This design comes from an exercise in tuning for small area, a short achievable clock period and few clock cycles per item on the open sky130 flow, not from production work. At most, simulation tests tie the RTL to the original design; equivalence was not proved. Power is estimated from default activity; no workload was simulated.

== the baseline ==
==> module edge_xlate, before the edit <==
module edge_xlate (
    input  wire        clk,
    input  wire        rst,
    input  wire        in_valid,
    output wire        in_ready,
    input  wire [23:0] in_ipu,       
    input  wire [23:0] in_gain,      
    input  wire [15:0] in_offset,    
    input  wire [14:0] in_h,         
    input  wire [14:0] in_delta,     
    output reg         out_valid,
    input  wire        out_ready,
    output reg  [11:0] out_ue,
    output reg  [11:0] out_le,
    output reg         out_sat
);
    reg        busy;             
    reg        tail;             
    reg [3:0]  cnt;              
    reg        neg;              
    reg [22:0] rem;              
    reg [2:0]  db;               
    reg [17:0] qr;               
    reg [22:0] gn;               
    reg signed [15:0] offset;
    reg [14:0] hd;               
    assign in_ready = ~busy & ~(tail & out_valid);
    wire take = in_valid & in_ready;
    wire        s_in    = in_ipu[23];
    wire [23:0] ipu_x   = in_ipu ^ {24{s_in}};
    wire [15:0] hdiff   = {1'b0, hd} - {1'b0, qr[14:0]};
    wire [14:0] hd_n    = (hdiff[15] || hdiff[14:4] == 11'd0) ? 15'd16 : hdiff[14:0];
    wire        last = (cnt == 4'd8);
    wire [24:0] t    = {rem, db[2:1]};
    wire [25:0] t26  = {1'b0, t};
    wire [25:0] ng   = {3'b111, gn};                      
    wire [25:0] n2g  = {2'b11, gn, 1'b1};                 
    wire [25:0] d1   = t26 + ng + 26'd1;                  
    wire [25:0] d2   = t26 + n2g + 26'd1;                 
    wire [25:0] cs_s = t26 ^ ng ^ n2g;                    
    wire [25:0] cs_c = (t26 & ng) | (t26 & n2g) | (ng & n2g);
    wire [25:0] d3   = cs_s + {cs_c[24:0], 1'b1} + 26'd1;
    wire        ge1  = ~d1[25];
    wire        ge2  = ~d2[25];
    wire        ge3  = ~d3[25];
    wire [1:0]  dig  = {ge2, ge3 | (ge1 & ~ge2)};
    wire [22:0] r_n  = ge3 ? d3[22:0] : ge2 ? d2[22:0] : ge1 ? d1[22:0] : t[22:0];
    wire signed [19:0] qs  = $signed({{3{neg}}, qr[17:1]});    
    wire signed [19:0] ofs = offset;
    wire signed [19:0] hds = $signed({5'd0, hd});
    wire signed [19:0] us  = ofs + hds + qs + 20'sd8 + $signed({19'd0, qr[0]});
    wire signed [19:0] ls  = ofs - hds + qs + 20'sd8 + $signed({19'd0, qr[0]});
    wire u_hi = ~us[19] & (us[18:15] != 4'b0000);
    wire u_lo =  us[19] & (us[18:15] != 4'b1111);
    wire l_hi = ~ls[19] & (ls[18:15] != 4'b0000);
    wire l_lo =  ls[19] & (ls[18:15] != 4'b1111);
    wire [11:0] ue1 = u_hi ? 12'h7ff : u_lo ? 12'h800 : us[15:4];
    wire [11:0] le1 = l_hi ? 12'h7ff : l_lo ? 12'h800 : ls[15:4];
    wire n_hi = u_hi & (l_hi | (ls[19:5] == 15'h3ff));           
    wire n_lo = l_lo & (u_lo | (us[19:5] == 15'h7c00));          
    wire emit = tail & (~out_valid | out_ready);
    always @(posedge clk) begin
        rem <= r_n;
        cnt <= cnt + 4'd1;
        db  <= {db[0], neg, neg};
        if (busy)
            qr <= {qr[15:0], dig ^ {2{neg}}};
        if (busy && cnt == 4'd0)
            hd <= hd_n;
        if (take) begin
            cnt    <= 4'd0;
            neg    <= s_in;
            rem    <= {2'b00, ipu_x[23:3]};
            db     <= ipu_x[2:0];
            qr     <= {3'b000, in_delta};
            gn     <= ~in_gain[22:0];
            offset <= in_offset;
            hd     <= in_h;
        end
        if (rst) begin
            busy      <= 1'b0;
            tail      <= 1'b0;
            out_valid <= 1'b0;
        end else begin
            if (emit) begin
                out_valid <= 1'b1;
                out_ue    <= n_lo ? 12'h802 : ue1;
                out_le    <= n_hi ? 12'h7fd : le1;
                out_sat   <= u_hi | u_lo | l_hi | l_lo;
                tail      <= 1'b0;
            end else if (out_ready)
                out_valid <= 1'b0;
            if (busy & last) begin
                busy <= 1'b0;
                tail <= 1'b1;
            end
            if (take)
                busy <= 1'b1;
        end
    end
endmodule
clock: 16.0 ns
lec_check: 0
cap_margin: 20
core_margin: 2
core_utilization: 40
slew_margin: 20
run.sh (not shown) runs the stock make flow with config.mk's settings and CLKGATE_MAP_FILE= SYNTH_SCRIPT=/design/flow/synth_recipe.tcl, a recipe that flattens the netlist after the stock synthesis.
The baseline: all stages complete, timing, DRC and antenna checks passed
Inputs modified between the baseline and the candidate:
--- a/flow/design.v
+++ b/flow/design.v
@@ -57,18 +57,18 @@
     wire [11:0] ue1 = u_hi ? 12'h7ff : u_lo ? 12'h800 : us[15:4];
     wire [11:0] le1 = l_hi ? 12'h7ff : l_lo ? 12'h800 : ls[15:4];
     wire n_hi = u_hi & (l_hi | (ls[19:5] == 15'h3ff));           
     wire n_lo = l_lo & (u_lo | (us[19:5] == 15'h7c00));          
-    wire emit = tail & (~out_valid | out_ready);
+    wire emit = tail & ~out_valid;
     always @(posedge clk) begin
         rem <= r_n;
         cnt <= cnt + 4'd1;
         db  <= {db[0], neg, neg};
         if (busy)
             qr <= {qr[15:0], dig ^ {2{neg}}};
         if (busy && cnt == 4'd0)
             hd <= hd_n;
-        if (take) begin
+        if (in_ready) begin
             cnt    <= 4'd0;
             neg    <= s_in;
             rem    <= {2'b00, ipu_x[23:3]};
             db     <= ipu_x[2:0];
--- outcome ---
The cell area after layout of the candidate falls short of that of the baseline by about 3.6%.
Changes observed in the candidate relative to the baseline: peak supply drop moved down; met2 track utilization from global routing now smaller; combinational power share -3.8 points.
Delta (the candidate minus the baseline): HPWL after detailed placement down about 10%; post-detailed-routing wire length fell 8.7%.
The candidate falls short of the baseline in internal reg-to-reg setup slack.
Comparing the two runs side by side, the candidate comes out behind the baseline on final worst-path setup slack.
On cell count, the higher figure sits with the baseline, not the candidate.
Higher proportion of power drawn by flip-flops and latches goes to the candidate over the baseline.
Between the baseline and the candidate, power per cell area decreased.
The candidate vs the baseline, cell count along the critical path went down by 3.
Run comparison: the candidate most common cell after layout, fill and taps aside inv_1; the baseline most common cell after layout, fill and taps aside ha_1
The lower synthesized cell count came out of the candidate.
Testbench counts of the candidate, summed over its fixed seeds: cycles 48,016, items 4,800.
Only the layout flow was run in the baseline; the RTL was not checked for function there.

## separate check: timing with driven ports
The results above use ideal ports. As a check the final layouts listed here were re-extracted and re-timed, cells and wires unchanged. Step 1 sets driving cells, clkbuf_16 on the clock port and buf_2 on the other inputs (assumed; they add their load-dependent delay and slew). Step 2 times the ports against the registers' clock, not the clock port: input delays grow and output delays shrink by t, the midpoint of the rising clock arrivals with the driver on. Slacks: no drivers / after step 1 / after step 2; pairs: no drivers / after step 1.
| run | shift t [ns] | setup WS [ns] | cell pins on the clock port's net |
|---|---|---|---|
| the baseline | 0.486 | 10.655 / 10.680 / 10.194 | 1 |
| the candidate | 0.486 | 10.321 / 10.269 / 10.755 | 1 |
After both steps every run listed still meets setup and hold. The setup slack of the baseline, which loses most, moves by +0.025 ns with the drivers and by -0.461 ns with both steps.
